What follows belongs to an exercise in optimizing a design on an open flow for small area, a short achievable clock period and few clock cycles per item; a production flow would make more cautious choices. Only simulation tests tie the RTL to the original design; equivalence was not proved. Power and IR drop assume default switching activity.

## birch
// cmp_decoder
module cmp_decoder (
    input  wire        clk,
    input  wire        rst,         
    input  wire [1:0]  cfg_fmt,     
    input  wire [1:0]  cfg_type,    
    input  wire        cfg_pred,
    input  wire [2:0]  cfg_e,
    input  wire [15:0] cfg_npix,
    input  wire [15:0] cfg_len,
    input  wire        in_valid,
    output reg         in_ready,
    input  wire [31:0] in_data,
    output reg         out_valid,
    input  wire        out_ready,
    output wire [15:0] out_pix,
    output wire        out_last,
    output wire [31:0] res_crc,
    output wire        res_err
);
    localparam [31:0] CRC_POLY = 32'h82F6_3B78;    
    function [31:0] crc_g16;
        input [15:0] x;
        integer i;
        reg [31:0] cc;
        begin
            cc = 32'd0;
            for (i = 0; i < 16; i = i + 1)
                cc = (cc[0] ^ x[i]) ? ((cc >> 1) ^ CRC_POLY) : (cc >> 1);
            crc_g16 = cc;
        end
    endfunction
    function [22:0] add22;
        input [21:0] x, y;
        integer i, d;
        reg [21:0] g, p, t;
        begin
            g = x & y;
            p = x ^ y;
            t = p;
            for (d = 1; d < 22; d = d * 2)
                for (i = 21; i >= d; i = i - 1) begin
                    g[i] = g[i] | (t[i] & g[i-d]);
                    t[i] = t[i] & t[i-d];
                end
            add22 = {g[21], p ^ {g[20:0], 1'b0}};
        end
    endfunction
    function [6:0] add7;
        input [6:0] x, y;
        integer i, d;
        reg [6:0] g, p, t;
        begin
            g = x & y;
            p = x ^ y;
            t = p;
            for (d = 1; d < 7; d = d * 2)
  ...
export LEC_CHECK = 0
export ABC_AREA = 1
export CAP_MARGIN = 20
export CORE_MARGIN = 2
export CORE_UTILIZATION = 40
export SLEW_MARGIN = 20
export TNS_END_PERCENT = 0
create_clock -name core_clock -period 24.0 [get_ports {clk}]
standard.sh (not shown) runs the stock make flow with config.mk's settings and CLKGATE_MAP_FILE= SYNTH_SCRIPT=/design/flow/synth_recipe.tcl, a recipe that flattens the netlist after the stock synthesis.
==> flow/flow/run.sh <==
#!/bin/bash
# Layout flow: the standard layout (standard.sh: ORFS from synthesis to
# the final layout, at the design's clock period and constraints, with the
# settings of config.mk) with these changes to how the layout is made:
#  - ADDER_MAP_FILE is empty, so synthesis leaves adders to ABC as plain
#    gates instead of extracting full/half adder cells, which ABC cannot
#    see through (the registers are unchanged);
#  - ORFS's setup repair over-fixes by SETUP_SLACK_MARGIN ns (on the worst
#    path only, TNS_END_PERCENT 0 in config.mk), so the layout ends with more
#    setup slack at the same clock period;
#  - the port buffers that ORFS adds on every input and output are buf_2.
# make's full output goes to standard.log; ORFS's own logs stay in orfs/logs.
set -euo pipefail
export ADDER_MAP_FILE=
export SETUP_SLACK_MARGIN=18
export BUFFER_PORTS_ARGS="-buffer_cell sky130_fd_sc_hd__buf_2"
bash standard.sh > standard.log 2>&1
Testbench counts of birch, summed over its fixed seeds: cycles 140,103, pixels 137,713.
> inputs changed (birch -> cedar)
diff --git a/flow/design.v b/flow/design.v
--- a/flow/design.v
+++ b/flow/design.v
@@ -214,24 +214,25 @@
     reg  [31:0] crc_hi, kw;
     always @(*) begin
         case (u_r)
             2'd0: begin ysh = y;                      crc_hi = {16'd0, crc_in[31:16]}; kw = crc_k(16); end
             2'd1: begin ysh = {y[13:0], 2'd0};        crc_hi = {14'd0, crc_in[31:14]}; kw = crc_k(14); end
             2'd2: begin ysh = {y[11:0], 4'd0};        crc_hi = {12'd0, crc_in[31:12]}; kw = crc_k(12); end
             default: begin ysh = {y[9:0], 6'd0};      crc_hi = {10'd0, crc_in[31:10]}; kw = crc_k(10); end
         endcase
     end
     wire [31:0] crc_nx = crc_hi ^ crc_g16(ysh) ^ kw;
-    wire        crc_en = rv && !done;
+    wire        fin    = rv && rlast && !done;
+    wire        crc_en = (deliver && !rlast) || fin;
     wire rv_nxt    = adv ? pv : rv;
     wire rlast_nxt = pop ? plast : rlast;
-    wire done_nxt  = pop ? 1'b0 : (done || crc_en);
+    wire done_nxt  = pop ? 1'b0 : (done || fin);
     wire out_valid_nxt = rv_nxt && (!rlast_nxt || done_nxt);
     wire pv_nxt    = pv ? (!pop || qv || dec) : dec;
     wire ready_free = !pv_nxt;
     always @(posedge clk) begin
         begin
             busy <= busy_nxt;
             win  <= win_nx;
             if (!busy) begin
                 if (in_ready) begin
                     fmt_r  <= cfg_fmt;
@@ -297,26 +298,27 @@
             in_ready <= !busy ? (first ? !len_le4 : ready_free)
                               : (busy_nxt && wl_nxt_nz && (!pl_nxt_nz || (nw_nxt != 2'd3)));
             if (adv) begin
                 rv <= pv;
                 if (pv) begin
                     h1     <= hnew;
                     h2     <= h1;
                     rlast  <= plast;
                     rerr   <= perr;      
                     rfirst <= (pidx == 2'd0);
+                    done   <= 1'b0;
                     cb     <= cbl;
                     u_r    <= 2'd0 - wv[2:1];
                 end
             end
             if (crc_en) crc <= crc_nx;
-            done <= done_nxt;
+            if (fin) done <= 1'b1;
             out_valid <= out_valid_nxt;
         end
         if (rst) begin
             busy      <= 1'b0;
             in_ready  <= 1'b0;
             pv        <= 1'b0;
             qv        <= 1'b0;
             rv        <= 1'b0;
             out_valid <= 1'b0;
             done      <= 1'b0;
Notes after the runs:
- Post-route worst hold slack down 5.8 ps in cedar wrt birch
- Comparing birch against cedar, there is no change at all in number of hold violations in the final report.
- Power ends up lower on birch.
- Density: cedar sparser than birch
- Area occupied by registers essentially unchanged between birch and cedar.
- Of birch and cedar, cedar shows the lower share of power burned in combinational logic, with birch above it.
Testbench counts of cedar, summed over its fixed seeds: cycles 140,103, pixels 137,713.

==> separate check: timing with driven ports <==
No port has a modelled driver above. Below, the same layouts with a new extraction and two added sets of constraints.
Step 1 sets driving cells, clkbuf_16 on the clock port and buf_2 on the other inputs (assumed; they add their load-dependent delay and slew).
Step 2 times the ports against the registers' clock, not the clock port: input delays grow and output delays shrink by t, the midpoint of the rising clock arrivals with the driver on.
Slacks: ideal ports / drivers / drivers and shift; pairs: ideal ports / drivers.
run	t (ns)	slack for setup (ns)	hold WS [ns]	worst setup path at the end
birch	0.705	17.934 / 17.860 / 17.472	0.464 / 0.464 / 0.464	input to register
cedar	0.699	17.874 / 17.818 / 17.447	0.458 / 0.458 / 0.458	input to register
After both steps setup and hold are still met in every run listed. The setup slack of birch, which loses most, moves by -0.074 ns with the drivers and by -0.462 ns with both steps.
